From an optimization exercise on the open Yosys and OpenROAD flow, aimed at small area, a short achievable clock period and few clock cycles; shortcuts taken in it are not production practice. Function was checked by simulation only, so behaviour that the tests miss may differ from the original. No activity file was given, so power comes from the tool's default toggle rates.

<file path="design/flow/design.v">
module canopy_fec_rx (
    input  wire         clk,
    input  wire         rst,         
    input  wire         start,
    input  wire [30:0]  seed,
    input  wire         in_valid,
    output wire         in_ready,
    input  wire [13:0]  in_trits,
    output reg          out_valid,
    input  wire         out_ready,
    output reg  [9:0]   out_sym,
    output reg          out_era,     
    output reg          out_last,    
    output wire [159:0] out_synd,    
    output reg  [9:0]   out_nera     
);
    wire clr = rst | start;
    reg [13:0] ir_t;
    reg        ir_v;
    reg        rdy;
    assign in_ready = rdy;
    always @(posedge clk) begin
        if (rdy)
            ir_t <= in_trits;
        ir_v <= ~clr & (in_valid | ~rdy);
    end
    wire [1:0] t0 = ir_t[1:0],   t1 = ir_t[3:2],   t2 = ir_t[5:4];
    wire [1:0] t3 = ir_t[7:6],   t4 = ir_t[9:8],   t5 = ir_t[11:10];
    wire [1:0] t6 = ir_t[13:12];
    wire [11:0] gval = {10'd0, t0} + 12'd3 * t1 + 12'd9 * t2 + 12'd27 * t3
                     + 12'd81 * t4 + 12'd243 * t5 + 12'd729 * t6;
    wire        g_era  = gval[11];
    wire [10:0] g_bits = g_era ? 11'd0 : gval[10:0];
    reg  [30:0] scr;
    reg  [30:0] scr_next;
    reg  [10:0] key;
    integer b;
    always @(*) begin
        scr_next = scr;
        for (b = 10; b >= 0; b = b - 1) begin
            key[b]   = scr_next[30] ^ scr_next[27];
            scr_next = {scr_next[29:0], key[b]};
        end
    end
    reg [10:0] qd [0:2];
    reg [2:0]  qe;
    reg [2:0]  wp, rp;           
    reg [1:0]  n;                
    reg [3:0]  o;
    wire mv   = ir_v & (n != 2'd3);
    wire have = n[1] | (n[0] & (o[3:1] == 3'd0));
    wire pop  = have & (~out_valid | out_ready);
    wire drop = pop & (o != 4'd0);
    wire [1:0] n_nx = n + {1'b0, mv} - {1'b0, drop};
    always @(posedge clk) begin
        if (start)
            scr <= seed;
        else if (mv)
            scr <= scr_next;
    end
    integer i;
    always @(posedge clk) begin
        for (i = 0; i < 3; i = i + 1)
            if (mv & wp[i]) begin
                qd[i] <= g_bits ^ key;
                qe[i] <= g_era;
            end
    end
    always @(posedge clk) begin
        if (clr) begin
            n   <= 2'd0;
            o   <= 4'd0;
            wp  <= 3'b001;
            rp  <= 3'b001;
            rdy <= 1'b1;
        end else begin
            n   <= n_nx;
            if (pop)
                o <= (o == 4'd0) ? 4'd10 : o - 4'd1;
            if (mv)
                wp <= {wp[1:0], wp[2]};
            if (drop)
                rp <= {rp[1:0], rp[2]};
            rdy <= ~(in_valid | ~rdy) | (n_nx != 2'd3);
        end
    end
    wire [10:0] qa = ({11{rp[0]}} & qd[0]) | ({11{rp[1]}} & qd[1]) | ({11{rp[2]}} & qd[2]);
    wire [10:0] qb = ({11{rp[2]}} & qd[0]) | ({11{rp[0]}} & qd[1]) | ({11{rp[1]}} & qd[2]);
    wire        ea = |(rp & qe);
    wire        eb = |({rp[1:0], rp[2]} & qe);
    wire [21:0] win    = {qa, qb};
    wire [21:0] win_sh = win << o;
    wire [9:0]  sym     = win_sh[21:12];
    wire        sym_era = ea | (eb & (o >= 4'd2));
    function [9:0] gf_mul(input [9:0] a, input [9:0] c);
        integer k;
        reg [9:0] acc;
        reg [9:0] sh;
        begin
            acc = 10'd0;
            sh  = a;
            for (k = 0; k < 10; k = k + 1) begin
                if (c[k])
                    acc = acc ^ sh;
                sh = {sh[8:0], 1'b0} ^ (sh[9] ? 10'h009 : 10'h000);
            end
            gf_mul = acc;
        end
    endfunction
    function [9:0] alpha_pow(input integer jj);
        integer k;
        reg [9:0] p;
        begin
            p = 10'd1;
            for (k = 0; k < jj; k = k + 1)
                p = gf_mul(p, 10'd2);
            alpha_pow = p;
        end
    endfunction
    localparam [9:0] POS0 = 10'h3ff;
    localparam [9:0] POSL = 10'h15b;
    reg  [9:0] pos;
    wire       is_last = (pos == POSL);
    wire       first   = out_last;
    reg [9:0] synd [0:15];
    integer j;
    always @(posedge clk) begin
        if (clr) begin
            pos       <= POS0;
            out_valid <= 1'b0;
            out_last  <= 1'b1;
        end else if (pop) begin
            out_valid <= 1'b1;
            out_last  <= is_last;
            pos       <= is_last ? POS0 : {pos[8:0], pos[9] ^ pos[6]};
        end else if (out_ready) begin
            out_valid <= 1'b0;
        end
    end
    always @(posedge clk) begin
        if (pop) begin
            out_sym  <= sym;
            out_era  <= sym_era;
            out_nera <= (first ? 10'd0 : out_nera) + {9'd0, sym_era};
            for (j = 0; j < 16; j = j + 1)
                synd[j] <= (first ? 10'd0 : gf_mul(synd[j], alpha_pow(j))) ^ sym;
        end
    end
    genvar g;
    generate
        for (g = 0; g < 16; g = g + 1) begin : g_synd
            assign out_synd[10*g +: 10] = synd[g];
        end
    endgenerate
endmodule
</file>
<file path="design/flow/standard.sh">
#!/bin/bash
# synth_recipe.tcl (not shown) runs the flow's synth.tcl, then flattens the netlist and writes it again
# the make line also repeats each setting of config.mk as NAME=value (left out here)
make -C /OpenROAD-flow-scripts/flow DESIGN_CONFIG=/design/flow/config.mk WORK_HOME=/design/flow/orfs CLKGATE_MAP_FILE= SYNTH_SCRIPT=/design/flow/synth_recipe.tcl "${@:-finish}"
</file>
<file path="design/flow/flow/run.sh">
#!/bin/bash
# Standard ORFS layout, with plain buffers on the ports instead of the
# delay cell buffer_ports picks by default.
set -euo pipefail
bash standard.sh "BUFFER_PORTS_ARGS=-buffer_cell sky130_fd_sc_hd__buf_2" finish > standard_flow.log 2>&1
</file>
<file path="design/flow/constraint.sdc">
create_clock -name core_clock -period 13.0 [get_ports {clk}]
set_input_delay 2.6000 -clock core_clock [delete_from_list [all_inputs] [get_ports {clk}]]
set_output_delay 2.6000 -clock core_clock [all_outputs]
set_load 0.01 [all_outputs]
</file>
<file path="design/flow/config.mk">
export PLATFORM = sky130hd
export DESIGN_NAME = canopy_fec_rx
export DESIGN_NICKNAME = canopy_fec_rx
export VERILOG_FILES = /design/flow/design.v
export SDC_FILE = /design/flow/constraint.sdc
export NUM_CORES = 4
export LEC_CHECK = 0
export CAP_MARGIN = 20
export CORE_MARGIN = 2
export CORE_UTILIZATION = 40
export SLEW_MARGIN = 20
</file>
==> results list, run 1 <==
- Worst reg-to-reg setup slack: around 8.2 ns
* Cell variety after synth: 64
- TritonCTS created 36 clock buffers.
* Critical path launch point type: flop
* Power per cell area: ~150 mW/mm^2
- Clock edge transition at the registers on the reported setup and hold paths: ~0.060 ns
- Once the clock tree was built, the resizer swapped 0 gates to a different size.
- Hold violation count in the final report: 0
- Status: timing/DRC/antenna clean
* Path type of the worst min-delay path: flop to flop
- Count of mapped cells out of synthesis: 1291
* Endpoints failing setup: 0
- OpenSTA, run right after detailed placement, puts the worst setup slack at roughly 7.6 ns.
- The HPWL after detailed placement is 24900 um.
- 234 I/O pins were placed.
- The synthesized design contains between 200 and 300 register bits.
- Critical setup path kind: flop to flop
- P_leak: about 7.0 nW
- The startpoint identified for the worst register-to-register timing path is ir_t[2].
- Synthesis produced a netlist with a net count of 1416.
- Port buffer count: roughly 230
- Clock latency on the worst-skew pair: approximately 0.54 ns
- CTS built an H-tree with a depth of 2.
- Reg-to-Reg End: qd[0][10]
* Worst-case reg-to-reg path depth: 15
* Starting density of the core: between 40% and 50%
- CTS Root Buffer Type: sky130_fd_sc_hd__clkbuf_16
* Nets@finish: 1639
- Max-slew violation count: 0
* Largest clock skew in the final design: 0.0152 ns
- Routability-driven placement finished with a final weighted congestion of around 0.83.
* Max-Slew Margin vs Limit: about 28%
* Number of cell rows: 72
* Data required time at the worst endpoint: about 13 ns
* Clock tree from TritonCTS: built
- Maximum vdd drop: a little over 0.09 mV
- Antenna diode instance count: 0
* Die X: 203 um
- Once detail routing completed, the nets flagged for antenna violations numbered 0.
- Post-synthesis instance area: ~0.016 mm^2
* Minimum clock period after layout: 4.85 ns
- Sequential cells were found to cover between 50 and 60% of the synthesized design area.
- Number of enable-type register cells in the synthesized netlist: 262
- Clock Path Buffers: 3
- Based on the critical path, the design can be clocked at up to roughly 210 MHz.
- For the pin with the worst max-slew slack, the measured transition is 1.08 ns.
* Antenna violations before repair: 1
- Area of the core region: ~0.039 mm^2
- Routed vias/inst: between 4 and 5
* Post-CTS setup buffer count: 0
- Global-route wire length before repair: about 58000 um
* Mapped Avg Cell Area: about 12 um^2
* Final setup margin: 8.15 ns
- Portion of the clock cycle consumed by the worst path in the final layout: a little under two fifths
- STA classifies the critical path endpoint as a flop.
- The first detailed-routing pass ran for 9 iterations.
- End point of the critical path: qd[0][10]
- In the final layout, the share of cells above drive strength 1 is 22.8%.
- In this run the vertical extent of the chip is 203 um.
- After global routing the overflow that remains totals 0.
- DRT Wirelength: approximately 37000 um
- DR WL/cell: approximately 18 um
- Overall routing resource usage: between 10% and 20%
- The first routing iteration left 700 violations.
- After filler insertion, the fill cell instance count of the layout stands at between 3000 and 4000.
* CTS sink count: between 200 and 300
- Post-detailed-route DRC marker count: 0
- At the worst endpoint, the arrival time is 5.12 ns.
- Summing over every cut layer, the via total after detailed routing is 10213.
- Entering global routing, the biggest net connects between 100 and 150 pins.
- The critical path starts at ir_t[2].
* Via count of the first global-routing pass: just under 10000
- Area growth from synthesis to layout: 17.4%
- Setup repair after global routing missed its margin: false
* Flip-flop cell with the highest count after synthesis: sky130_fd_sc_hd__edfxtp_1
- Counting flops with an async set or reset pin after synthesis yields a share of 0%.
* Largest driver fanout on the critical path: 3
- Number of maximum-capacitance constraint violations: 0
- Total Neg Setup Slack: 0 ns
- Number of buffers inserted by hold repair at cts: 0
* Yosys warning count: 3
- Floorplan die area: slightly above 0.04 mm^2
==> per-layer routing <==
metal	share of wire, %	routed length, um	GRT usage (%)
met4	2.0	733	5.60
met1	45	16700	25.0
met3	5.6	2070	3.07
met5	0.030	11	0
met2	47	17500	29.2
==> state kept, by name (all words and copies together) (netlist names), 2 cells and up <==
register / flops
wp: 3
qd: 33
o: 4
qe: 3
out_sym: 10
out_nera: 10
rp: 3
scr: 31
synd: 160
pos: 10
n: 2
ir_t: 14
==> kinds of logic after synthesis <==
group                      Yosys count  share of synthesized area [%]
AOI/OAI and AO/OA                   97                           4.96
xor gates and xnor gates           317                           17.5
adders and majority gates           75                           7.25
buffers and inverters              143                           3.82
DFF                                288                           53.0
muxes                               62                           4.38
and+or+nand+nor                    309                           9.11
==> through the flow <==
step | hold WS, ns | cell area (um^2) | instances | util (%) | total power, mW
detailed placement | 0.442 | 17500 | 1994 | 45.0 | 1.94
CTS | 0.455 | 18600 | 2056 | 47.9 | 2.90
global route | 0.474 | 18600 | 2056 | 47.9 | 3.02
finish | 0.453 | 18600 | 2056 | 47.9 | 2.86
global placement | 0.442 | 17500 | 1994 | 45.0 | 1.92
floorplan | 0.428 | 15800 | 1291 | - | 1.73
==> final cells by class <==
| class | instances | area [um^2] | share of cell area [%] |
|---|---|---|---|
| Clock buffer | 39 | 912 | 4.90 |
| Clock inverter | 23 | 201 | 1.08 |
| Inverter | 82 | 315 | 1.70 |
| Multi-Input combinational cell | 860 | 6870 | 36.9 |
| Timing Repair Buffer | 246 | 1260 | 6.79 |
| Tap cell | 518 | 648 | 3.48 |
| Sequential cell | 288 | 8390 | 45.1 |
==> layout by cell type (no fill, tap or decap), types with 4 or more instances in the layout <==
cell type and n:
sky130_fd_sc_hd__a21oi_1 14, sky130_fd_sc_hd__ha_1 47, sky130_fd_sc_hd__and2_1 5, sky130_fd_sc_hd__a31oi_1 4
sky130_fd_sc_hd__inv_1 77, sky130_fd_sc_hd__clkinv_1 10, sky130_fd_sc_hd__buf_4 13, sky130_fd_sc_hd__nor2_1 127
sky130_fd_sc_hd__xor2_1 84, sky130_fd_sc_hd__and3_1 5, sky130_fd_sc_hd__o22ai_1 6, sky130_fd_sc_hd__nor2b_1 25
sky130_fd_sc_hd__mux2i_1 22, sky130_fd_sc_hd__edfxtp_1 262, sky130_fd_sc_hd__clkinv_2 6, sky130_fd_sc_hd__fa_1 28
sky130_fd_sc_hd__dfxtp_1 25, sky130_fd_sc_hd__mux2_2 38, sky130_fd_sc_hd__nand2b_1 47, sky130_fd_sc_hd__o21ai_0 8
sky130_fd_sc_hd__o211ai_1 4, sky130_fd_sc_hd__nor3_1 8, sky130_fd_sc_hd__buf_2 233, sky130_fd_sc_hd__clkbuf_16 36
sky130_fd_sc_hd__xnor2_1 233, sky130_fd_sc_hd__nand3_1 20, sky130_fd_sc_hd__nand2_1 61, sky130_fd_sc_hd__a222oi_1 24
==> cell usage after synthesis, types with 25 or more instances <==
cell type,instances,area [um^2]
sky130_fd_sc_hd__dfxtp_1,26,521
sky130_fd_sc_hd__nand2b_1,47,294
sky130_fd_sc_hd__clkbuf_1,34,128
sky130_fd_sc_hd__ha_1,47,588
sky130_fd_sc_hd__fa_1,28,561
sky130_fd_sc_hd__nor2_1,127,477
sky130_fd_sc_hd__nand2_1,61,229
sky130_fd_sc_hd__xnor2_1,233,2040
sky130_fd_sc_hd__mux2_2,38,428
sky130_fd_sc_hd__xor2_1,84,736
sky130_fd_sc_hd__nor2b_1,25,156
sky130_fd_sc_hd__edfxtp_1,262,7870
sky130_fd_sc_hd__inv_1,78,293
==> where the power goes <==
| part | leakage (nW) | total, mW | internal (mW) | switching, mW |
|---|---|---|---|---|
| Combinational | 3.84 | 0.732 | 0.308 | 0.424 |
| Sequential | 2.63 | 1.17 | 1.15 | 0.0259 |
| Clock | 0.547 | 0.955 | 0.552 | 0.402 |
==> worst min path at each step <==
stage                      from  endpoint  cells past startpoint
after floorplan           wp[0]     wp[0]                      1
after global placement    wp[0]     wp[0]                      1
after detailed placement  wp[0]     wp[0]                      1
after CTS                 wp[0]     wp[0]                      1
after global routing      wp[0]     wp[0]                      1
final                     wp[0]     wp[0]                      1
==> critical path, stage by stage (launching register included) <==
cell and delay, ns:
sky130_fd_sc_hd__edfxtp_1 0.44, sky130_fd_sc_hd__fa_1 0.43, sky130_fd_sc_hd__inv_1 0.07, sky130_fd_sc_hd__fa_1 0.40, sky130_fd_sc_hd__inv_1 0.08, sky130_fd_sc_hd__fa_1 0.43
sky130_fd_sc_hd__fa_1 0.53, sky130_fd_sc_hd__fa_1 0.42, sky130_fd_sc_hd__ha_1 0.23, sky130_fd_sc_hd__fa_1 0.47, sky130_fd_sc_hd__a21oi_1 0.22, sky130_fd_sc_hd__o211ai_1 0.15
sky130_fd_sc_hd__o41ai_1 0.33, sky130_fd_sc_hd__xnor2_1 0.16, sky130_fd_sc_hd__nand2_1 0.08, sky130_fd_sc_hd__xnor2_1 0.15
Testbench counts, summed over its fixed seeds: cycles 52,248.
==> run 2, diff against run 1 <==
==> design/flow/run.sh (new file) <==
#!/bin/bash
# synth_recipe.tcl (not shown) runs the flow's synth.tcl, then flattens the netlist and writes it again
# the make line also repeats each setting of config.mk as NAME=value (left out here)
make -C /OpenROAD-flow-scripts/flow DESIGN_CONFIG=/design/flow/config.mk WORK_HOME=/design/flow/orfs CLKGATE_MAP_FILE= SYNTH_SCRIPT=/design/flow/synth_recipe.tcl finish
removed: design/flow/flow/run.sh
removed: design/flow/standard.sh
==> results list, run 2 <==
- The flow ran to the end and the layout has no timing, DRC or antenna violations.
* Global-route wire length before repair: 58500 um
* Number of cell rows: 72
- Top reg by flops: synd
* Buffers and inverters on the worst path: 4
* Clock edge transition at the registers on the reported setup and hold paths: 0.06 ns
* Most common library cell in the layout ignoring fill and taps: sky130_fd_sc_hd__edfxtp_1
* Die X: a little over 200 um
* Port buffer count: about 230
* Delay of the slowest cell on the worst path: approximately 0.86 ns
- For this configuration, the core starts out at a cell density of 40.8%.
- sky130_fd_sc_hd__edfxtp_1 is the most common cell in the netlist.
* Overall routing resource usage: between 10% and 20%
* Fraction of the yosys area taken by sequential cells: 53.0%
- After the last flow step, the layout net total stands at ~1600.
- In this run, distinct cell masters in the synthesized netlist total 64.
* DRT Wirelength: 37100 um
- Endpoints failing setup: 0
- On the critical path the largest part of the delay comes from buffers and inverters.
- Number of maximum-capacitance constraint violations: 0
- Antenna violations before repair: 0
* Count of mapped cells out of synthesis: about 1300
- Adder-cell share of the synthesized area: under 10%
- Area of the core region: 0.0388 mm^2
* Total vias in the final route: around 10000
- The largest registers in the layout are synd: 160 flops, qd: 33 flops, scr: 31 flops.
* Via count of the first global-routing pass: just over 10000
* Floorplan die area: 0.0412 mm^2
- Clock tree from TritonCTS: built
- In the post-route analysis, the smallest setup slack over all paths is ~8 ns.
- Worst Setup Slack post-DPL: approximately 7.3 ns
- Data required time at the worst endpoint: approximately 13 ns
- Dividing the detail-routed wire length by the instance count gives roughly 18 um.
* CTS sink count: around 290
- # fillers: about 3500
* Area growth from synthesis to layout: 24.3%
- Post-synthesis instance area: roughly 0.016 mm^2
- FMAX: between 200 and 250 MHz
- Path type of the worst min-delay path: flop to flop
- Fraction of final layout cells sized beyond drive strength 1: approximately 7.5%
- Sorting the synthesized cells by how often they occur yields sky130_fd_sc_hd__edfxtp_1 (262), sky130_fd_sc_hd__xnor2_1 (233), sky130_fd_sc_hd__nor2_1 (127).
* Largest cells by area after synthesis: sky130_fd_sc_hd__edfxtp_1 (50%), sky130_fd_sc_hd__xnor2_1 (13%), sky130_fd_sc_hd__xor2_1 (4.6%)
* Number of DRC violations after detailed-routing iteration 0: about 640
- Max-slew violation count: 0
- The analysis attributes to cell leakage a power of approximately 7 nW.
- Of the total synthesized cell area, the portion taken by AND, OR, NAND and NOR gates is under 10%.
- Clock latency on the worst-skew pair: 0.53 ns
- Cells resized by post-CTS repair: 0
- The synthesized netlist devotes under 10% of its cell area to compound gates.
* Total Neg Setup Slack: 0 ns
- Crit path capture type: flop
- In this run the worst path has a maximum fanout of 122.
- Drt pass-1 iters: 5
- Using the TritonRoute via totals, the vias-per-cell ratio works out to just under 5.
- The die is 203 um tall.
- Once the clock tree was built, the setup fixing pass inserted 0 buffers.
- During I/O placement, the number of pins put on the boundary was around 230.
* Critical path launch point type: input port
- By startpoint and endpoint, the worst setup path is classified as input port to flop.
- Entering global routing, the biggest net connects 123 pins.
- CTS Root Buffer Type: sky130_fd_sc_hd__clkbuf_16
* FF+latch count, synth: around 290
- The worst pin sits at a relative slew slack of a little under a third.
- Post-detailed-route DRC marker count: 0
- Among all flip-flop cells after synthesis, the most frequent one is sky130_fd_sc_hd__edfxtp_1.
* Portion of the clock cycle consumed by the worst path in the final layout: around two fifths
* CP Cell Sequence: clkdlybuf4s50_1, inv_1, a21o_1, inv_8, buf_4
* ANT nets after route: 0
* XOR/XNOR Fraction of Synth Area: about 18%
- After synthesis, the largest family of logic cells by area is XOR/XNOR gates.
* Mapped Avg Cell Area: approximately 12 um^2
- In this run the deepest clock path goes through 3 buffers.
- The H-tree was split into 2 levels.
- Commonest cells after routing, fill and taps aside: sky130_fd_sc_hd__edfxtp_1 (262), sky130_fd_sc_hd__xnor2_1 (233), sky130_fd_sc_hd__clkdlybuf4s50_1 (233)
- The biggest area contributor in the post-synthesis netlist is sky130_fd_sc_hd__edfxtp_1.
- The worst-case IR drop observed on VDD is just under 0.09 mV.
* Number of buffers inserted by hold repair at cts: 0
* Area of the multi-input gates: approximately 0.007 mm^2
* Number of enable-type register cells in the synthesized netlist: approximately 260
* Number of buffers created by CTS: 34
- For this design, the slowest cell found on the critical path is sky130_fd_sc_hd__buf_4.
* Pin slew with the least headroom to its limit: 1.02 ns
* Critical path arrival: around 5.1 ns
* Yosys warning count: 3
- Hold violation count in the final report: 0
- Post-synthesis net count: between 1000 and 1500
- The register with the most flip-flops in the layout has 160 of them.
- HPWL reported at the end of detailed placement: 25200 um
* Overall overflow remaining after global route: 0
- Dividing total power by cell area gives a power density of between 100 and 150 mW/mm^2.
- Area share of the largest cell type after synthesis: between 40 and 50%
* Proportion of register bits with asynchronous set or reset after synthesis: 0%
- The number of antenna diodes in the final layout is 0.
- Multiplexer share of the synthesized area: 4.38%
- Across the whole layout, storage elements account for around 0.0084 mm^2.
* Final weighted congestion in routability-driven placement: between 0.8 and 0.9
- Minimum clock period after layout: between 4 and 5 ns
* Largest clock skew in the final design: roughly 0.019 ns
- Setup repair after global routing left no endpoint under its margin.
-- run 2: final timing paths --
kind / endpoint / cells after the start / startpoint / slack, ns
max reg2reg: qd[2][10] / 15 / ir_t[10] / 8.13
min reg2reg: wp[0] / 1 / wp[0] / 0.45
min: wp[0] / 1 / wp[0] / 0.45
max: synd[3][8] / 5 / out_ready / 8.02
-- run 2: worst reg2reg max path, delay by kind of cell, from the launching register on --
family / cells / cell delay [ns]
xor+xnor: 2 / 0.31
buf+inv: 2 / 0.15
compound gates: 3 / 0.73
flops: 1 / 0.49
fa+ha+maj: 7 / 2.87
simple gates: 1 / 0.08
-- run 2: kinds of logic after synthesis --
logic type      after synthesis
simple gates                309
flops                       288
compound gates               97
buf+inv                     143
fa+ha+maj                    75
mux                          62
xor+xnor                    317
-- run 2: through the flow --
stage	area [um^2]	total power, mW	cells	hold WS (ns)	util, %
detailed placement	18700	1.96	1995	0.444	48.1
finish	19700	2.82	2054	0.454	50.7
global placement	18700	1.94	1995	0.439	48.1
global route	19700	2.97	2054	0.479	50.7
floorplan	15800	1.73	1291	0.428	-
CTS	19700	2.86	2054	0.457	50.7
-- run 2: metal layers --
layer / wire length, um / up-vias / track usage [%]
li1: - / 4876 / -
met1: 16700 / 4975 / 25.2
met2: 17500 / 311 / 29.2
met3: 2260 / 44 / 3.23
met4: 659 / 0 / 4.69
met5: 0 / - / 0
-- run 2: final cells by class --
type,instances,share of cell area (%)
Timing Repair Buffer,247,12.4
Sequential cell,288,42.6
Clock buffer,44,4.62
Clock inverter,15,0.635
Inverter,82,1.60
Multi-Input combinational cell,860,34.9
Tap cell,518,3.29
-- run 2: power breakdown --
part	leakage (nW)	internal [mW]	switching, mW
logic	3.84	0.328	0.423
registers	2.63	1.15	0.0273
clock network	0.506	0.517	0.376
total	6.98	1.99	0.827
==> run 3, diff against run 2 <==
--- a/design/flow/config.mk
+++ b/design/flow/config.mk
@@ -7,5 +7,5 @@
 export LEC_CHECK = 0
-export CAP_MARGIN = 20
+export CAP_MARGIN = 50
 export CORE_MARGIN = 2
 export CORE_UTILIZATION = 40
-export SLEW_MARGIN = 20
+export SLEW_MARGIN = 70
==> results list, run 3 <==
* Post-synthesis net count: between 1000 and 1500
- The worst setup path is launched from a flop.
- STA puts the critical path data required time at 13.25 ns.
- The pre-antenna-repair detailed-routing pass consisted of 7 iterations.
* Antenna violations before repair: 0
- CTS Root Buffer Type: sky130_fd_sc_hd__clkbuf_16
- Number of buffers inserted by hold repair at cts: 0
* Overall routing resource usage: a little under a fifth
* Die boundary height: ~200 um
* CTS sink count: around 290
- Multiplexer cells account for under 10% of the synthesized area.
- Post-synthesis instance area: 0.0158 mm^2
- The tool flagged a number of max-cap violations equal to 0.
- Most common library cell in the layout ignoring fill and taps: sky130_fd_sc_hd__edfxtp_1
- The kind of cell with the highest combined delay along the critical path is adder cells.
- The path class of the tightest hold or removal check is flop to flop.
* Yosys warning count: 3
- Post-CTS setup buffer count: 0
* Maximum vdd drop: 0.103 mV
- For the worst-skew pair, the clock arrives at the later sink with an insertion delay of roughly 0.53 ns.
- Detailed placement ended at an HPWL of 26400 um.
- The final route contains around 10000 vias.
* Max-Slew Margin vs Limit: approximately 69%
- Number of buffers created by CTS: 35
* Largest driver fanout on the critical path: 3
- The run finished with no timing, DRC or antenna violations.
- Top reg by flops: synd
- Number of enable-type register cells in the synthesized netlist: 262
- # fillers: about 3400
* Port buffer count: between 200 and 250
- The synthesized netlist devotes between 10% and 20% of its cell area to XOR and XNOR gates.
- Of the cells placed in the final design, the portion with a size suffix greater than 1 is 9.58%.
- Summing the areas of all fa, ha and maj instances in the mapped netlist gives a little over 7% of the synthesized area.
- Critical path's slowest cell: sky130_fd_sc_hd__fa_1
* Dominant cell by count in the synthesized netlist: sky130_fd_sc_hd__edfxtp_1
- Die X: 203 um
- After clock tree synthesis, the clock-pin slew on the worst setup and hold paths is 0.06 ns.
- Entering global routing, the biggest net connects 52 pins.
- Number of DRC violations after detailed-routing iteration 0: between 700 and 800
* CP Cell Sequence: fa_1, inv_1, fa_1, inv_1, fa_1, fa_1, fa_1, ha_1, fa_1, a21oi_1, o211ai_1, o41ai_1, xnor2_1, nand2_1, xnor2_1
- Cell variety after synth: 64
- Count of mapped cells out of synthesis: between 1000 and 1500
* Critical setup path kind: flop to flop
- Summing the areas of all and, or, nand and nor instances in the mapped netlist gives under 10% of the synthesized area.
* Area of the core region: 0.0388 mm^2
- Proportion of register bits with asynchronous set or reset after synthesis: 0%
* Clock tree from TritonCTS: built
* Critical path arrival: a little over 5 ns
* Final weighted congestion in routability-driven placement: 0.887
- The number of gates resized after CTS was 0.
- Area growth from synthesis to layout: 28.2%
- Global-route wire length before repair: ~59000 um
- DRT Wirelength: 37700 um
* ANT nets after route: 0
- The die covers 0.0412 mm^2.
* Portion of the clock cycle consumed by the worst path in the final layout: a little under two fifths
- Nets@finish: 1676
- The number of global-route vias before repair came to between 10000 and 15000.
- In the final layout, the multi-input gates occupy a little under 0.007 mm^2.
- Routed vias/inst: roughly 5.0
* DR WL/cell: approximately 18 um
* Post-detailed-route DRC marker count: 0
- The synthesized design contains approximately 290 register bits.
- The top cell type by area accounts for 49.7% of the synthesized area.
- Placed cell count: just over 2000
- Dominant cell type by area after synthesis: sky130_fd_sc_hd__edfxtp_1
- Counting both buffers and inverters, the worst setup path holds a total of 2.
- Area taken by flip-flops and latches: 0.00842 mm^2
- Largest cells by area after synthesis: sky130_fd_sc_hd__edfxtp_1 (50%), sky130_fd_sc_hd__xnor2_1 (13%), sky130_fd_sc_hd__xor2_1 (4.6%)
- The repair_antennas step left the layout with diodes totalling 0.
- Hold violation count in the final report: 0
- Hold Slack: approximately 0.48 ns
- FMAX: between 200 and 250 MHz
- In the final layout, the registers with the most flip-flops are synd: 160 flops, qd: 33 flops, scr: 31 flops.
- Setup repair after global routing missed its margin: false
- Total Neg Setup Slack: 0 ns
- For the pin with the worst max-slew slack, the measured transition is roughly 0.47 ns.
- The average instance in the mapped netlist occupies 12.3 um^2.
- The number of max-slew violations in the final report was 0.
* Commonest cells after routing, fill and taps aside: sky130_fd_sc_hd__edfxtp_1 (262), sky130_fd_sc_hd__clkdlybuf4s50_1 (241), sky130_fd_sc_hd__xnor2_1 (233)
* Flip-flop cell with the highest count after synthesis: sky130_fd_sc_hd__edfxtp_1
* Non-filler instance count after layout: ~2100
- The register with the most flip-flops in the layout has 160 of them.
* Fraction of the yosys area taken by sequential cells: 53.0%
- Overall overflow remaining after global route: 0
- Summing the areas of all compound-gate instances in the mapped netlist gives 4.96% of the synthesized area.
* Largest clock skew in the final design: about 0.020 ns
- STA classifies the critical path endpoint as a flop.
* Minimum clock period after layout: approximately 4.9 ns
- After synthesis, the largest family of logic cells by area is XOR/XNOR gates.
- The initial utilization of the core area, before any placement, comes to roughly two fifths.
- Most used standard cells in the synthesized netlist: sky130_fd_sc_hd__edfxtp_1 (262), sky130_fd_sc_hd__xnor2_1 (233), sky130_fd_sc_hd__nor2_1 (127)
- Number of top-level pins: 234
* P_leak: just over 7 nW
- Endpoints failing setup: 0
- Cell repeated most along the worst path: sky130_fd_sc_hd__fa_1
- Number of H-tree levels: 2
- For this design the ratio of total power to cell area is about 140 mW/mm^2.
- The largest single stage delay on the critical path is between 0.5 and 0.6 ns.
- The initialized floorplan defines 72 standard-cell rows.
- Clock Path Buffers: 3
[run 3: cells by family after synthesis]
kind of cell | Yosys count
compound gates | 97
xor+xnor | 317
fa+ha+maj | 75
buf+inv | 143
flops | 288
mux | 62
simple gates | 309
[run 3: cell type report]
class | count | share of cell area (%)
sequential | 288 | 41.4
inverter | 82 | 1.63
multi-input combinational | 860 | 34.2
clock inverter | 21 | 1.09
clock buffer | 42 | 4.44
tap | 518 | 3.19
timing repair buffer | 284 | 14.1
[run 3: report_power, final]
group	total (mW)	internal, mW	switching (mW)
clock network	0.959	0.577	0.382
registers	1.17	1.15	0.0267
logic	0.778	0.347	0.431
total	2.91	2.07	0.840
[run 3: worst reg2reg max path: cells and delay by family, from the launching register on]
family                   cells  cell delay [ns]
adder cells (fa/ha/maj)      7             2.90
AND/OR/NAND/NOR              1             0.08
XOR/XNOR                     2             0.32
AO/OA/AOI/OAI                3             0.74
buffers and inverters        2             0.17
flip-flops                   1             0.44
[run 3: metrics by stage]
step	worst slack (ns)	total power [mW]	cell area [um^2]	util [%]
floorplan	4.13	1.73	15800	-
global placement	7.24	1.94	18700	48.1
detailed placement	8.00	1.98	19100	49.3
CTS	8.08	2.95	20300	52.2
global route	7.91	3.07	20300	52.3
finish	8.09	2.91	20300	52.3
[run 3: metal layers]
metal,global-route usage [%],share of wire (%),up-vias
met3,3.10,6.1,54
met1,24.9,44,5097
met5,0,0,-
met4,4.93,2.0,0
li1,-,-,4950
met2,30.1,48,319
[run 3: final timing paths]
kind / to / cells after the start / start / slack [ns]
max: qd[0][10] / 15 / ir_t[2] / 8.09
max reg2reg: qd[0][10] / 15 / ir_t[2] / 8.09
min reg2reg: wp[1] / 2 / wp[1] / 0.48
min: wp[1] / 2 / wp[1] / 0.48
==> run 4, diff against run 3 <==
--- a/design/flow/design.v
+++ b/design/flow/design.v
@@ -21,4 +21,5 @@
     assign in_ready = rdy;
-    always @(posedge clk) begin
-        if (rdy)
+    wire       ir_free;              
+    always @(posedge clk) begin
+        if (ir_free)
             ir_t <= in_trits;
@@ -26,7 +27,51 @@
     end
-    wire [1:0] t0 = ir_t[1:0],   t1 = ir_t[3:2],   t2 = ir_t[5:4];
-    wire [1:0] t3 = ir_t[7:6],   t4 = ir_t[9:8],   t5 = ir_t[11:10];
-    wire [1:0] t6 = ir_t[13:12];
-    wire [11:0] gval = {10'd0, t0} + 12'd3 * t1 + 12'd9 * t2 + 12'd27 * t3
-                     + 12'd81 * t4 + 12'd243 * t5 + 12'd729 * t6;
+    wire dc_1 = ir_t[0] ^ ir_t[2] ^ ir_t[4];
+    wire dc_2 = (ir_t[0] & ir_t[2]) | (ir_t[0] & ir_t[4]) | (ir_t[2] & ir_t[4]);
+    wire dc_3 = ir_t[6] ^ ir_t[8] ^ ir_t[10];
+    wire dc_4 = (ir_t[6] & ir_t[8]) | (ir_t[6] & ir_t[10]) | (ir_t[8] & ir_t[10]);
+    wire dc_5 = ir_t[1] ^ (ir_t[2] | ir_t[3]) ^ ir_t[5];
+    wire dc_6 = (ir_t[1] & (ir_t[2] | ir_t[3])) | (ir_t[1] & ir_t[5]) | ((ir_t[2] | ir_t[3]) & ir_t[5]);
+    wire dc_7 = (ir_t[6] | ir_t[7]) ^ ir_t[9] ^ (ir_t[10] | ir_t[11]);
+    wire dc_8 = ((ir_t[6] | ir_t[7]) & ir_t[9]) | ((ir_t[6] | ir_t[7]) & (ir_t[10] | ir_t[11])) | (ir_t[9] & (ir_t[10] | ir_t[11]));
+    wire dc_9 = ir_t[3] ^ ir_t[7] ^ ir_t[11];
+    wire dc_10 = (ir_t[3] & ir_t[7]) | (ir_t[3] & ir_t[11]) | (ir_t[7] & ir_t[11]);
+    wire dc_11 = ir_t[4] ^ ir_t[6] ^ ir_t[12];
+    wire dc_12 = (ir_t[4] & ir_t[6]) | (ir_t[4] & ir_t[12]) | (ir_t[6] & ir_t[12]);
+    wire dc_13 = ir_t[5] ^ (ir_t[6] | ir_t[7]) ^ ir_t[8];
+    wire dc_14 = (ir_t[5] & (ir_t[6] | ir_t[7])) | (ir_t[5] & ir_t[8]) | ((ir_t[6] | ir_t[7]) & ir_t[8]);
+    wire dc_15 = ir_t[7] ^ ir_t[9] ^ (ir_t[10] | ir_t[11]);
+    wire dc_16 = (ir_t[7] & ir_t[9]) | (ir_t[7] & (ir_t[10] | ir_t[11])) | (ir_t[9] & (ir_t[10] | ir_t[11]));
+    wire dc_17 = ir_t[8] ^ (ir_t[10] | ir_t[11]) ^ ir_t[12];
+    wire dc_18 = (ir_t[8] & (ir_t[10] | ir_t[11])) | (ir_t[8] & ir_t[12]) | ((ir_t[10] | ir_t[11]) & ir_t[12]);
+    wire dc_19 = ir_t[9] ^ (ir_t[10] | ir_t[11]) ^ (ir_t[12] | ir_t[13]);
+    wire dc_20 = (ir_t[9] & (ir_t[10] | ir_t[11])) | (ir_t[9] & (ir_t[12] | ir_t[13])) | ((ir_t[10] | ir_t[11]) & (ir_t[12] | ir_t[13]));
+    wire dc_21 = dc_1 ^ dc_3 ^ ir_t[12];
+    wire dc_22 = (dc_1 & dc_3) | (dc_1 & ir_t[12]) | (dc_3 & ir_t[12]);
+    wire dc_23 = dc_2 ^ dc_4 ^ dc_5;
+    wire dc_24 = (dc_2 & dc_4) | (dc_2 & dc_5) | (dc_4 & dc_5);
+    wire dc_25 = dc_6 ^ dc_8 ^ dc_9;
+    wire dc_26 = (dc_6 & dc_8) | (dc_6 & dc_9) | (dc_8 & dc_9);
+    wire dc_27 = dc_12 ^ dc_13 ^ ir_t[10];
+    wire dc_28 = (dc_12 & dc_13) | (dc_12 & ir_t[10]) | (dc_13 & ir_t[10]);
+    wire dc_29 = dc_14 ^ dc_15 ^ ir_t[13];
+    wire dc_30 = (dc_14 & dc_15) | (dc_14 & ir_t[13]) | (dc_15 & ir_t[13]);
+    wire dc_31 = dc_20 ^ ir_t[11] ^ ir_t[13];
+    wire dc_32 = (dc_20 & ir_t[11]) | (dc_20 & ir_t[13]) | (ir_t[11] & ir_t[13]);
+    wire dc_33 = dc_22 ^ dc_23 ^ dc_7;
+    wire dc_34 = (dc_22 & dc_23) | (dc_22 & dc_7) | (dc_23 & dc_7);
+    wire dc_35 = dc_26 ^ dc_10 ^ dc_11;
+    wire dc_36 = (dc_26 & dc_10) | (dc_26 & dc_11) | (dc_10 & dc_11);
+    wire dc_37 = dc_30 ^ dc_16 ^ dc_17;
+    wire dc_38 = (dc_30 & dc_16) | (dc_30 & dc_17) | (dc_16 & dc_17);
+    wire dc_39 = dc_34 ^ dc_24 ^ dc_25;
+    wire dc_40 = (dc_34 & dc_24) | (dc_34 & dc_25) | (dc_24 & dc_25);
+    wire dc_41 = dc_36 ^ dc_27 ^ (ir_t[12] | ir_t[13]);
+    wire dc_42 = (dc_36 & dc_27) | (dc_36 & (ir_t[12] | ir_t[13])) | (dc_27 & (ir_t[12] | ir_t[13]));
+    wire dc_43 = dc_38 ^ dc_18 ^ dc_19;
+    wire dc_44 = (dc_38 & dc_18) | (dc_38 & dc_19) | (dc_18 & dc_19);
+    wire dc_45 = dc_42 ^ dc_28 ^ dc_29;
+    wire dc_46 = (dc_42 & dc_28) | (dc_42 & dc_29) | (dc_28 & dc_29);
+    wire [11:0] dc_ra = {1'b0, ir_t[13], dc_32, dc_44, dc_43, dc_46, dc_45, dc_41, dc_40, dc_39, dc_33, dc_21};
+    wire [11:0] dc_rb = {1'b0, 1'b0, ir_t[12], dc_31, 1'b0, dc_37, 1'b0, 1'b0, dc_35, 1'b0, ir_t[13], 1'b0};
+    wire [11:0] gval = dc_ra + dc_rb;
     wire        g_era  = gval[11];
@@ -50,2 +95,3 @@
     wire mv   = ir_v & (n != 2'd3);
+    assign ir_free = ~ir_v | (n != 2'd3);
     wire have = n[1] | (n[0] & (o[3:1] == 3'd0));
@@ -123,3 +169,3 @@
     wire       is_last = (pos == POSL);
-    wire       first   = out_last;
+    reg        first;                
     reg [9:0] synd [0:15];
@@ -130,3 +176,4 @@
             out_valid <= 1'b0;
-            out_last  <= 1'b1;
+            out_last  <= 1'b0;
+            first     <= 1'b1;
         end else if (pop) begin
@@ -134,2 +181,3 @@
             out_last  <= is_last;
+            first     <= is_last;
             pos       <= is_last ? POS0 : {pos[8:0], pos[9] ^ pos[6]};
==> design/flow/flow/run.sh (new file) <==
#!/bin/bash
# Standard ORFS layout, with plain buffers on the ports.
set -euo pipefail
bash standard.sh "BUFFER_PORTS_ARGS=-buffer_cell sky130_fd_sc_hd__buf_1" finish > standard_flow.log 2>&1
==> design/flow/standard.sh (new file) <==
#!/bin/bash
# synth_recipe.tcl (not shown) runs the flow's synth.tcl, then flattens the netlist and writes it again
# the make line also repeats each setting of config.mk as NAME=value (left out here)
make -C /OpenROAD-flow-scripts/flow DESIGN_CONFIG=/design/flow/config.mk WORK_HOME=/design/flow/orfs CLKGATE_MAP_FILE= SYNTH_SCRIPT=/design/flow/synth_recipe.tcl "${@:-finish}"
--- a/design/flow/config.mk
+++ b/design/flow/config.mk
@@ -7,5 +7,5 @@
 export LEC_CHECK = 0
-export CAP_MARGIN = 50
+export CAP_MARGIN = 20
 export CORE_MARGIN = 2
 export CORE_UTILIZATION = 40
-export SLEW_MARGIN = 70
+export SLEW_MARGIN = 20
removed: design/flow/run.sh
==> results list, run 4 <==
- Max-cap violations in this run came to 0.
- Hold Slack: 0.470 ns
* Overall overflow remaining after global route: 0
- Die X: approximately 200 um
- The repair_antennas step left the layout with diodes totalling 0.
- DRT Wirelength: 36900 um
* Maximum vdd drop: 0.170 mV
- Registers take approximately 0.0084 mm^2.
* Hold violation count in the final report: 0
* Worst reg2reg path startpoint: ir_t[7]
* Cells resized by post-CTS repair: 0
* Antenna violations before repair: 0
- Clock latency on the worst-skew pair, taken at its later pin, is 0.53 ns.
- Post-CTS setup buffer count: 0
- The library cell used most frequently in the layout, excluding fill and tap cells, is sky130_fd_sc_hd__edfxtp_1.
- The die covers between 0.03 and 0.04 mm^2.
* Final weighted congestion in routability-driven placement: between 0.8 and 0.9
- Worst reg-to-reg setup slack: between 8 and 9 ns
* Critical path arrival: roughly 5.2 ns
* Count of mapped cells out of synthesis: between 1000 and 1500
- Pin slew with the least headroom to its limit: 1.11 ns
* Most used standard cells in the synthesized netlist: sky130_fd_sc_hd__edfxtp_1 (262), sky130_fd_sc_hd__xnor2_1 (219), sky130_fd_sc_hd__nor2_1 (131)
- Post-detailed-route DRC marker count: 0
- Number of cell rows: a little over 70
- Number of buffers created by CTS: 34
- The worst setup path is captured at a flop.
- Number of top-level pins: between 200 and 250
- Of the synthesized area, sequential elements account for a little over half.
- Yosys attributes the largest share of cell area to sky130_fd_sc_hd__edfxtp_1 (51%), sky130_fd_sc_hd__xnor2_1 (12%), sky130_fd_sc_hd__xor2_1 (5.5%).
* Cell variety after synth: between 60 and 70
* Setup repair after global routing missed its margin: false
- CTS sink count: between 200 and 300
* Met2 track demand over resource in global routing: about 28%
* Critical setup path kind: input port to flop
* HPWL reported at the end of detailed placement: between 20000 and 25000 um
* Critical path launch point type: input port
- The average instance in the mapped netlist occupies approximately 13 um^2.
* Via count of the first global-routing pass: 9460
- Area share of the largest cell type after synthesis: 51.2%
- Static timing analysis puts the maximum clock frequency at ~210 MHz.
* Area of the multi-input gates: 0.00646 mm^2
- For the final database, setup skew stands at ~0.013 ns.
- Max-slew violation count: 0
* Port buffer count: around 230
- The most used flip-flop cell after synthesis is sky130_fd_sc_hd__edfxtp_1.
- Global routing consumed, on the met3 layer, slightly above 4% of the routing resources.
- Starting density of the core: roughly two fifths
- Path type of the worst min-delay path: flop to flop
- Global-route wire length before repair: roughly 56000 um
- The largest total area in the synthesized netlist belongs to sky130_fd_sc_hd__edfxtp_1.
- In this run the power density over the cells is 140 mW/mm^2.
* Largest driver fanout on the critical path: approximately 120
- Number of flip-flops in the largest register: 160
- Portion of the clock cycle consumed by the worst path in the final layout: 36.7%
* Endpoints failing setup: 0
- Die boundary height: ~200 um
- Fraction of final layout cells sized beyond drive strength 1: under 10%
- Dividing the detail-routed wire length by the instance count gives about 19 um.
- Fill cells in the final layout number approximately 3500.
- Area of the core region: 0.0378 mm^2
* Dominant cell by count in the synthesized netlist: sky130_fd_sc_hd__edfxtp_1
- Post-synthesis instance area: between 0.015 and 0.02 mm^2
- Dividing the detail-routed via count by the number of cells gives roughly 5.0.
- For this design the static power due to leakage is roughly 6.0 nW.
* Registers with the highest flip-flop counts: synd: 160 flops, qd: 33 flops, scr: 31 flops
* M1 GR Usage: approximately 26%
- Nets@finish: ~1500
* Total Neg Setup Slack: 0 ns
- Area growth from synthesis to layout: 16.1%
- In this run the tightest slew margin relative to its limit is 24.6%.
- The synthesized design contains about 290 register bits.
- Number of DRC violations after detailed-routing iteration 0: between 800 and 900
- The pre-antenna-repair detailed-routing pass consisted of 6 iterations.
- In this run the number of H-tree levels came out at 2.
- Minimum clock period after layout: ~4.8 ns
- Data required time at the worst endpoint: roughly 13 ns
* Gr busiest metal: met2
* Post-synthesis net count: around 1300
- Number of enable-type register cells in the synthesized netlist: 262
- After routing the design area is about 0.018 mm^2.
- Entering global routing, the biggest net connects 120 pins.
- Proportion of register bits with asynchronous set or reset after synthesis: 0%
* Overall routing resource usage: 18.3%
- TritonCTS built the clock tree.
- Total vias in the final route: about 9900
* CTS Root Buffer Type: sky130_fd_sc_hd__clkbuf_16
- The flow ran to the end and the layout has no timing, DRC or antenna violations.
- Tracing the worst setup path back leads to its startpoint at out_ready.
- After clock tree synthesis, the flow added hold-fix buffers numbering 0.
* HP Start: wp[0]
- No sink is reached through more buffers than the 3 on the longest clock path.
- Once detail routing completed, the nets flagged for antenna violations numbered 0.
- The register with the most flip-flops in the final layout is synd.
- During synthesis, Yosys emitted a total of 3 warnings.
- Leaving out fill and tap cells, the most frequent cells in the layout are sky130_fd_sc_hd__edfxtp_1 (262), sky130_fd_sc_hd__buf_1 (232), sky130_fd_sc_hd__xnor2_1 (219).
- Clock edge transition at the registers on the reported setup and hold paths: around 0.060 ns
- Summing all placed instances gives a cell area of ~0.017 mm^2.
run 4: cell types whose count changed after synthesis, moves of 7 or more:
cell                      change
sky130_fd_sc_hd__mux2i_1     +14
sky130_fd_sc_hd__nor3_1       -7
sky130_fd_sc_hd__xor2_1      +12
sky130_fd_sc_hd__inv_1       -39
sky130_fd_sc_hd__ha_1        -34
sky130_fd_sc_hd__xnor2_1     -14
run 4: routing by layer:
metal	share of wire, %	wire length (um)
met4	2.3	852
met2	45	16500
met5	0	0
met3	8.2	3010
met1	45	16600
run 4: logic make-up after synthesis:
family,Yosys count,share of synthesized area [%]
buffers and inverters,107,3.36
and+or+nand+nor,309,9.41
DFF,289,54.7
xor gates and xnor gates,315,18.0
muxes,77,5.50
adders and majority gates,36,4.06
AOI/OAI and AO/OA,96,5.00
run 4: power breakdown:
group          total, mW  switching [mW]  internal (mW)
registers           1.12          0.0216           1.10
logic              0.394           0.230          0.163
clock network      0.981           0.382          0.600
run 4: cell type report:
class | count | share of cell area [%]
clock inverter | 14 | 0.828
tap | 511 | 3.59
clock buffer | 48 | 5.62
inverter | 41 | 0.905
timing repair buffer | 250 | 5.63
multi-input combinational | 833 | 36.3
sequential | 289 | 47.2
run 4: path summary, 6_finish.rpt:
| path | end | depth (start not counted) |
|---|---|---|
| max | o[3] | 7 |
| min | wp[0] | 1 |
| max reg2reg | qd[1][6] | 13 |
| min reg2reg | wp[0] | 1 |
run 4: worst max-delay path, cell delays in order:
cell and delay [ns]:
sky130_fd_sc_hd__buf_1 0.07, sky130_fd_sc_hd__nor2b_1 0.06, sky130_fd_sc_hd__or2_2 0.45, sky130_fd_sc_hd__inv_8 0.62
sky130_fd_sc_hd__buf_4 0.90, sky130_fd_sc_hd__a21oi_1 0.13, sky130_fd_sc_hd__a311oi_1 0.22
run 4: stage by stage:
stage	worst slack (ns)	total power, mW	cells	utilization, %
finish	8.23	2.49	1986	47.2
global route	8.00	2.60	1986	47.2
CTS	8.27	2.52	1986	47.2
detailed placement	7.70	1.53	1924	44.2
global placement	7.73	1.53	1924	44.2
floorplan	4.11	1.43	1229	-
Testbench counts of run 4, summed over its fixed seeds: cycles 52,248.
==> run 5, diff against run 4 <==
==> design/flow/flow/run.sh (replaced) <==
#!/bin/bash
set -euo pipefail
bash standard.sh "BUFFER_PORTS_ARGS=-buffer_cell sky130_fd_sc_hd__buf_1" SETUP_SLACK_MARGIN=9.6 finish > standard_flow.log 2>&1
==> results list, run 5 <==
- Status: timing/DRC/antenna clean
- The die covers roughly 0.040 mm^2.
- Antenna diode instance count: 0
- In the routed design, unresolved DRC markers number 0.
* Commonest cells after routing, fill and taps aside: sky130_fd_sc_hd__edfxtp_1 (262), sky130_fd_sc_hd__buf_4 (224), sky130_fd_sc_hd__xnor2_1 (211)
- Most used standard cells in the synthesized netlist: sky130_fd_sc_hd__edfxtp_1 (262), sky130_fd_sc_hd__xnor2_1 (219), sky130_fd_sc_hd__nor2_1 (131)
* Maximum vdd drop: about 0.09 mV
- Largest clock skew in the final design: 0.0187 ns
* Dominant cell by count in the synthesized netlist: sky130_fd_sc_hd__edfxtp_1
- Post-synthesis instance area: 0.0154 mm^2
- The largest registers in the layout are synd: 160 flops, qd: 33 flops, scr: 31 flops.
- Post-synthesis simple-gate area fraction: under 10%
* CTS sink count: ~290
- The setup path with the least slack is of type flop to flop.
* Critical path launch point type: flop
- Largest cells by area after synthesis: sky130_fd_sc_hd__edfxtp_1 (51%), sky130_fd_sc_hd__xnor2_1 (12%), sky130_fd_sc_hd__xor2_1 (5.5%)
* Critical path arrival: around 4.2 ns
* Die X: about 200 um
- Derived from the worst setup path, the maximum achievable clock frequency is approximately 260 MHz.
- HPWL reported at the end of detailed placement: between 20000 and 25000 um
* Dominant cell type by area after synthesis: sky130_fd_sc_hd__edfxtp_1
- The detail route stage leaves a number of antenna-violating nets equal to 0.
* Worst-case reg-to-reg path depth: 12
- Global-route wire length before repair: 60300 um
* Cell variety after synth: between 60 and 70
- Adding up every negative setup slack in the final design gives 0 ns.
* XOR/XNOR Fraction of Synth Area: approximately 18%
* Fraction of final layout cells sized beyond drive strength 1: 34.5%
* Number of buffers inserted by hold repair at cts: 0
- Summing all placed instances gives a cell area of 0.0169 mm^2.
* Total vias in the final route: 10973
- Endpoints failing setup: 0
- Summed over all layers, the global routing overflow is 0.
- Port buffer count: between 200 and 250
- At the pin with the least slew margin, the transition time is around 0.9 ns.
- Once routing completed, OpenROAD measured the worst setup slack at between 9 and 10 ns.
- Max-slew violation count: 0
- Die boundary height: about 200 um
- The cell sitting at the root of the clock tree is a sky130_fd_sc_hd__clkbuf_16.
* Flip-flop cell with the highest count after synthesis: sky130_fd_sc_hd__edfxtp_1
* Hold path cells: 1
- Worst Setup Slack post-DPL: ~8.1 ns
- Area of the core region: roughly 0.038 mm^2
- Routed vias/inst: between 4 and 5
- DR WL/cell: ~18 um
- The initial utilization of the core area, before any placement, comes to approximately 40%.
- FF+latch count, synth: just under 300
* Number of flip-flops in the largest register: between 150 and 200
- Largest driver fanout on the critical path: 3
- Number of top-level pins: roughly 230
- For this design the ratio of total power to cell area is 125 mW/mm^2.
* Number of maximum-capacitance constraint violations: 0
- Adder-cell share of the synthesized area: under 10%
- TritonCTS built the clock tree.
- In the synthesized netlist, the number of instances is 1229.
* Area growth from synthesis to layout: 34.2%
- The worst setup path is captured at a flop.
- After layout, the minimum clock period comes to slightly below 4 ns.
- Setup repair after global routing could not meet its margin everywhere.
- The share of the Yosys chip area taken by registers is 54.7%.
- P_leak: between 7 and 8 nW
* Pin count of the biggest net entering global routing: 97
- Via count of the first global-routing pass: about 11000
- After the first detailed-routing iteration, the DRC count stood at around 830.
- A synthesized cell averages approximately 13 um^2.
- Most common library cell in the layout ignoring fill and taps: sky130_fd_sc_hd__edfxtp_1
* Number of enable-type register cells in the synthesized netlist: 262
* Yosys warning count: 3
* Data required time at the worst endpoint: approximately 13 ns
* DRT Wirelength: ~40000 um
* Proportion of register bits with asynchronous set or reset after synthesis: 0%
- Hold violation count in the final report: 0
- Global routing consumed, over all layers together, slightly below 20% of the routing resources.
- Clock edge transition at the registers on the reported setup and hold paths: approximately 0.06 ns
* Number of cell rows: between 70 and 80
* Post-route cell area: just over 0.02 mm^2
- Path type of the worst min-delay path: flop to flop
- The first detailed-routing pass took 6 iterations.
- The final critical path takes up 30.0% of the cycle.
- # fillers: about 3200
* Main combinational cell family by area after synthesis: XOR/XNOR gates
- The initial antenna violation count came to 0.
- Post-synthesis compound-gate area fraction: 5.00%
* Number of H-tree levels: 2
- Nets@finish: approximately 1800
* Area share of the largest cell type after synthesis: roughly half
- At the end of routability-driven placement, the weighted congestion stood at between 0.8 and 0.9.
- Multiplexer share of the synthesized area: under 10%
- Top reg by flops: synd
* Max-Slew Margin vs Limit: around two fifths
- Number of buffers created by CTS: 34
* Clock latency on the worst-skew pair: 0.53 ns
- Clock Path Buffers: 3
- Post-synthesis net count: 1315
==> run 5: changes by cell type in the layout (fill, tap and decap cells not counted), moves of 29 or more <==
cell	delta
sky130_fd_sc_hd__buf_4	+207
sky130_fd_sc_hd__buf_1	-183
sky130_fd_sc_hd__clkbuf_2	+109
sky130_fd_sc_hd__buf_6	+50
sky130_fd_sc_hd__mux2_2	-29
sky130_fd_sc_hd__mux2_4	+29
==> run 5: worst paths after layout <==
check           from   endpoint  slack (ns)
max          ir_t[7]  qd[2][10]        9.10
min reg2reg    wp[0]      wp[0]        0.46
max reg2reg  ir_t[7]  qd[2][10]        9.10
min            wp[0]      wp[0]        0.46
==> run 5: worst max-delay path, cell delays in order, from the launching register on <==
cell and delay (ns):
sky130_fd_sc_hd__edfxtp_1 0.43, sky130_fd_sc_hd__or2_4 0.26, sky130_fd_sc_hd__fa_1 0.50, sky130_fd_sc_hd__fa_1 0.44, sky130_fd_sc_hd__fa_2 0.38, sky130_fd_sc_hd__fa_2 0.39, sky130_fd_sc_hd__ha_4 0.28, sky130_fd_sc_hd__and3_4 0.19
sky130_fd_sc_hd__o21a_1 0.16, sky130_fd_sc_hd__nor2_2 0.05, sky130_fd_sc_hd__a211o_1 0.25, sky130_fd_sc_hd__o211ai_1 0.15, sky130_fd_sc_hd__xnor2_1 0.16
==> run 5: final cells by class <==
class                      instances  area [um^2]  area share [%]
clock buffer                      47          963            4.67
clock inverter                    14         93.8           0.455
inverter                          41          173           0.838
multi-input combinational        835         6930            33.6
sequential                       289         8420            40.8
tap                              511          639            3.10
timing repair buffer             472         3360            16.3
timing repair inverter             3         33.8           0.164
==> run 5: where the power goes <==
part           internal (mW)  total (mW)  switching, mW  leakage, nW
combinational          0.266       0.552          0.286         4.74
clock                  0.538       0.914          0.376        0.515
sequential              1.10        1.12         0.0193         2.64
==> run 5: what timing repair did <==
action                     in CTS  in global routing
resized for setup             132                193
setup endpoints to repair     520                347
setup buffers                 156                 68
pin swaps                      21                 19
gates cloned                    8                  0
==> run 5: kinds of logic (layout without fill, tap and decap cells) <==
| logic type | Yosys count | after routing |
|---|---|---|
| muxes | 77 | 77 |
| and+or+nand+nor | 309 | 311 |
| buffers and inverters | 107 | 577 |
| DFF | 289 | 289 |
| xor gates and xnor gates | 315 | 315 |
| AOI/OAI and AO/OA | 96 | 96 |
| adders and majority gates | 36 | 36 |
==> run 5: per-layer routing <==
| layer | track usage (%) | up-vias | wire length (um) |
|---|---|---|---|
| li1 | - | 5153 | - |
| met1 | 26.7 | 5372 | 17400 |
| met2 | 31.6 | 364 | 18900 |
| met3 | 4.13 | 84 | 2820 |
| met4 | 7.85 | 0 | 1270 |
| met5 | 0 | - | 0 |
==> run 5: stage by stage <==
step / util (%) / total power [mW] / std cells / hold WS [ns]
6_report: 54.6 / 2.58 / 2212 / 0.462
4_1_cts: 51.9 / 2.54 / 2144 / 0.466
2_1_floorplan: - / 1.45 / 1229 / 0.427
3_5_place_dp: 44.7 / 1.56 / 1919 / 0.453
3_3_place_gp: 44.6 / 1.55 / 1919 / 0.436
5_1_grt: 54.6 / 2.69 / 2212 / 0.495
==> run 6, diff against run 5 <==
--- a/design/flow/config.mk
+++ b/design/flow/config.mk
@@ -9,3 +9,3 @@
 export CORE_MARGIN = 2
-export CORE_UTILIZATION = 40
+export CORE_UTILIZATION = 65
 export SLEW_MARGIN = 20
==> results list, run 6 <==
- Status: timing/DRC/antenna clean
- Counting along the longest clock path gives a buffer depth of 3.
- Portion of the clock cycle consumed by the worst path in the final layout: between 30% and 40%
- Between clock sinks in the finished design, the worst skew comes to about 0.013 ns.
- Worst reg2reg path startpoint: ir_t[2]
* Internal power: around 1.9 mW
- At the end of the flow, the number of nets in the layout was roughly 1800.
- Flip-flop cell with the highest count after synthesis: sky130_fd_sc_hd__edfxtp_1
- The worst setup path is launched from a flop.
* FF+latch count, synth: 289
- Net switching is 27.3% of the power.
- For this run, the top clock speed supported by timing is roughly 250 MHz.
* Die X: approximately 160 um
* Via count of the first global-routing pass: ~11000
* Number of buffers created by CTS: 30
- The die covers ~0.025 mm^2.
* DRT Wirelength: ~46000 um
- Critical path arrival: 4.31 ns
* Clock network fraction of total power: about a third
* Non-filler instance count after layout: slightly above 2000
* Yosys warning count: 3
* Data required time at the worst endpoint: 13.37 ns
- Sequential group share of total power: around 44%
- Clock latency on the worst-skew pair, taken at its later pin, is 0.55 ns.
* Setup repair after global routing missed its margin: true
- Hold Slack: 0.462 ns
- Clock tree from TritonCTS: built
- Registers with the highest flip-flop counts: synd: 160 flops, qd: 33 flops, scr: 31 flops
- Number of maximum-capacitance constraint violations: 0
- The region available for standard cell placement spans between 0.02 and 0.025 mm^2.
- For this run, design rule violations remaining after detail routing come to 0.
* Drt pass-1 iters: 8
- The root buffer cell chosen for the clock tree is sky130_fd_sc_hd__clkbuf_16.
- Cell variety after synth: between 60 and 70
- Overall routing resource usage: roughly 32%
- Counting every sink on the clock net gives about 290.
* Fraction of final layout cells sized beyond drive strength 1: a little over a third
- Mapped Avg Cell Area: 12.5 um^2
* Commonest cells after routing, fill and taps aside: sky130_fd_sc_hd__edfxtp_1 (262), sky130_fd_sc_hd__buf_4 (257), sky130_fd_sc_hd__xnor2_1 (206)
* Worst Setup Slack post-DPL: 7.39 ns
- Once detail routing completed, the nets flagged for antenna violations numbered 0.
- The worst setup path is captured at a flop.
* Number of cell rows: 56
- The first global-routing pass estimated 61300 um of wire.
- sky130_fd_sc_hd__edfxtp_1 takes more of the synthesized area than any other cell.
- Routed vias/inst: 5.87
- When the netlist entered floorplanning its net count stood at between 1000 and 1500.
- Setup violations remaining at the end of the flow were counted as 0.
* Port buffer count: ~230
- The worst hold path belongs to the class flop to flop.
- For this run, asynchronously set or reset flops after synthesis account for 0%.
- Max-Slew Margin vs Limit: between 30% and 40%
* Final weighted congestion in routability-driven placement: ~0.92
- Clock edge transition at the registers on the reported setup and hold paths: about 0.060 ns
- The worst setup path is of the flop to flop kind.
- Most common library cell in the layout ignoring fill and taps: sky130_fd_sc_hd__edfxtp_1
- Overall overflow remaining after global route: 0
- Across the whole layout, storage elements account for 0.00842 mm^2.
- The synthesized netlist occupies a cell area of between 0.015 and 0.02 mm^2.
- The area growth from synthesis to layout is 33.9%.
- Hold violation count in the final report: 0
- The detailed router placed 12038 vias in this run.
* Final setup margin: between 9 and 10 ns
- Net switching power of the design: between 600 and 700 uW
- Sorting the synthesized cells by area gives the leading types as sky130_fd_sc_hd__edfxtp_1 (51%), sky130_fd_sc_hd__xnor2_1 (12%), sky130_fd_sc_hd__xor2_1 (5.5%).
- Fraction of the yosys area taken by sequential cells: roughly 55%
- P_leak: ~8.0 nW
- In this run the worst path has a maximum fanout of 5.
- For this design, the CTS-stage hold fixing added 0 buffers.
- Area share of the largest cell type after synthesis: between 50 and 60%
- For this design the top-level I/O count stands at between 200 and 250.
* Pin count of the biggest net entering global routing: 80
- HPWL reported at the end of detailed placement: between 20000 and 25000 um
* Total Neg Setup Slack: 0 ns
* Dominant cell by count in the synthesized netlist: sky130_fd_sc_hd__edfxtp_1
- The startpoint identified for the worst hold timing path is wp[0].
* Number of H-tree levels: 1
* Number of flip-flops in the largest register: 160
- The number of max-slew violations in the final report came to 0.
* DR WL/cell: 22.6 um
* Count of mapped cells out of synthesis: between 1000 and 1500
- For this design the ratio of total power to cell area is approximately 120 mW/mm^2.
* Combinational cell fraction of total power: 23.0%
* Die boundary height: between 150 and 200 um
* Starting density of the core: between 60% and 70%
- The most critical setup path has its startpoint at ir_t[2].
- Minimum clock period after layout: around 3.9 ns
- After detailed placement, the design holds a cell count of between 1500 and 2000.
- The synthesized design contains between 200 and 300 enable-type register cells.
- The initial antenna violation count was 0.
- After the first detailed-routing iteration, the DRC count stood at ~1300.
- Across the VDD grid, the largest voltage drop is about 0.15 mV.
- Most used standard cells in the synthesized netlist: sky130_fd_sc_hd__edfxtp_1 (262), sky130_fd_sc_hd__xnor2_1 (219), sky130_fd_sc_hd__nor2_1 (131)
- Top reg by flops: synd
- Pin slew with the least headroom to its limit: a little under 1 ns
* # fillers: approximately 1000
- Summing all multi-input logic gate instances after layout gives between 0.006 and 0.007 mm^2.
## run 6: changes by cell type in the layout (fill, tap and decap cells not counted), moves of 4 or more
cell	delta
sky130_fd_sc_hd__clkbuf_16	-5
sky130_fd_sc_hd__xnor2_1	-5
sky130_fd_sc_hd__bufbuf_16	+4
sky130_fd_sc_hd__clkbuf_2	+24
sky130_fd_sc_hd__buf_1	+4
sky130_fd_sc_hd__clkinv_2	-5
sky130_fd_sc_hd__xnor2_2	+5
sky130_fd_sc_hd__buf_4	+33
sky130_fd_sc_hd__buf_2	-12
sky130_fd_sc_hd__buf_6	-18
## run 6: what timing repair did
item,CTS,global route
endpoints found under the setup margin,498,298
resized for setup,126,189
pin swaps,32,12
buffers inserted,163,84
gates cloned,11,1
## run 6: cell type report
type / instances / area share, %
sequential: 289 / 40.9
multi-input combinational: 835 / 33.8
timing repair buffer: 508 / 17.7
clock buffer: 45 / 4.07
tap: 319 / 1.94
inverter: 41 / 0.888
clock inverter: 11 / 0.511
timing repair inverter: 2 / 0.176
antenna: 1 / 0.0122
## run 6: metrics by stage
| step | util (%) | cell area (um^2) | power, mW |
|---|---|---|---|
| after floorplan | - | 15700 | 1.45 |
| after global placement | 71.3 | 16600 | 1.55 |
| after detailed placement | 71.3 | 16600 | 1.56 |
| after CTS | 83.8 | 19600 | 2.49 |
| after global routing | 88.2 | 20600 | 2.62 |
| final | 88.2 | 20600 | 2.55 |
## run 6: critical path, stage by stage (launching register included)
cell	delay (ns)
sky130_fd_sc_hd__edfxtp_1	0.38
sky130_fd_sc_hd__or2_4	0.26
sky130_fd_sc_hd__fa_1	0.45
sky130_fd_sc_hd__fa_1	0.50
sky130_fd_sc_hd__inv_1	0.05
sky130_fd_sc_hd__fa_2	0.33
sky130_fd_sc_hd__fa_2	0.55
sky130_fd_sc_hd__inv_2	0.05
sky130_fd_sc_hd__ha_4	0.15
sky130_fd_sc_hd__a21o_1	0.19
sky130_fd_sc_hd__a21oi_4	0.21
sky130_fd_sc_hd__o21ai_4	0.10
sky130_fd_sc_hd__nand2_4	0.19
sky130_fd_sc_hd__inv_4	0.05
sky130_fd_sc_hd__nor2_4	0.09
sky130_fd_sc_hd__xor2_2	0.21
## run 6: worst paths after layout
kind | cells after the start | to | slack (ns)
worst max register to register | 15 | qd[1][6] | 9.06
worst min register to register | 1 | wp[0] | 0.46
worst max-delay path | 15 | qd[1][6] | 9.06
worst min-delay path | 1 | wp[0] | 0.46
## run 6: cells by family after synthesis
kind of cell	Yosys count	share of synthesized area, %
fa+ha+maj	36	4.06
flops	289	54.7
mux	77	5.50
xor+xnor	315	18.0
simple gates	309	9.41
buf+inv	107	3.36
compound gates	96	5.00
## run 6: power by group through the flow
| stage | combinational [mW] | clock (mW) | sequential (mW) |
|---|---|---|---|
| after floorplan | 0.313 | 0 | 1.14 |
| after global placement | 0.407 | 0 | 1.14 |
| after detailed placement | 0.420 | 0 | 1.14 |
| after CTS | 0.541 | 0.839 | 1.11 |
| after global routing | 0.618 | 0.882 | 1.12 |
| final | 0.585 | 0.845 | 1.12 |
## run 6: layer usage
| layer | wire length, um | GRT usage [%] | share of wire (%) | up-vias |
|---|---|---|---|---|
| li1 | - | - | - | 5226 |
| met1 | 16900 | 41.2 | 36 | 5868 |
| met2 | 22900 | 55.5 | 49 | 746 |
| met3 | 4080 | 4.57 | 8.8 | 198 |
| met4 | 2500 | 12.4 | 5.4 | 0 |
| met5 | 0 | 0 | 0 | - |

afterwards: timing with drivers on the ports:
The results above use ideal ports. As a check the final layouts listed here were re-extracted and re-timed, cells and wires unchanged. Step 1 (the two cells are an assumption about what drives the block):
set clk [get_ports {clk}]
set_driving_cell -lib_cell sky130_fd_sc_hd__clkbuf_16 $clk
set_driving_cell -lib_cell sky130_fd_sc_hd__buf_2 [delete_from_list [all_inputs] $clk]
Step 2 moves the port delays by t, midway between the first and last clock arrival at a register: inputs arrive t later, outputs are due t later. That takes back most of the time a late clock gives input paths. a / b / c = ideal / step 1 / step 2; a / b = the first two.
run	t (ns)	setup slack, ns	pins driven straight from the clock port
run 1	0.585	8.154 / 8.154 / 7.780	1
run 2	0.573	8.021 / 8.040 / 7.468	1
run 3	0.570	8.090 / 8.090 / 8.090	1
run 4	0.581	8.234 / 8.265 / 7.684	1
run 5	0.575	9.099 / 9.099 / 8.819	1
run 6	0.593	9.058 / 9.058 / 8.781	1
After both steps every run listed still meets setup and hold. For run 2, which loses most, drivers alone change the setup slack by +0.019 ns; drivers and shift together by -0.553 ns.
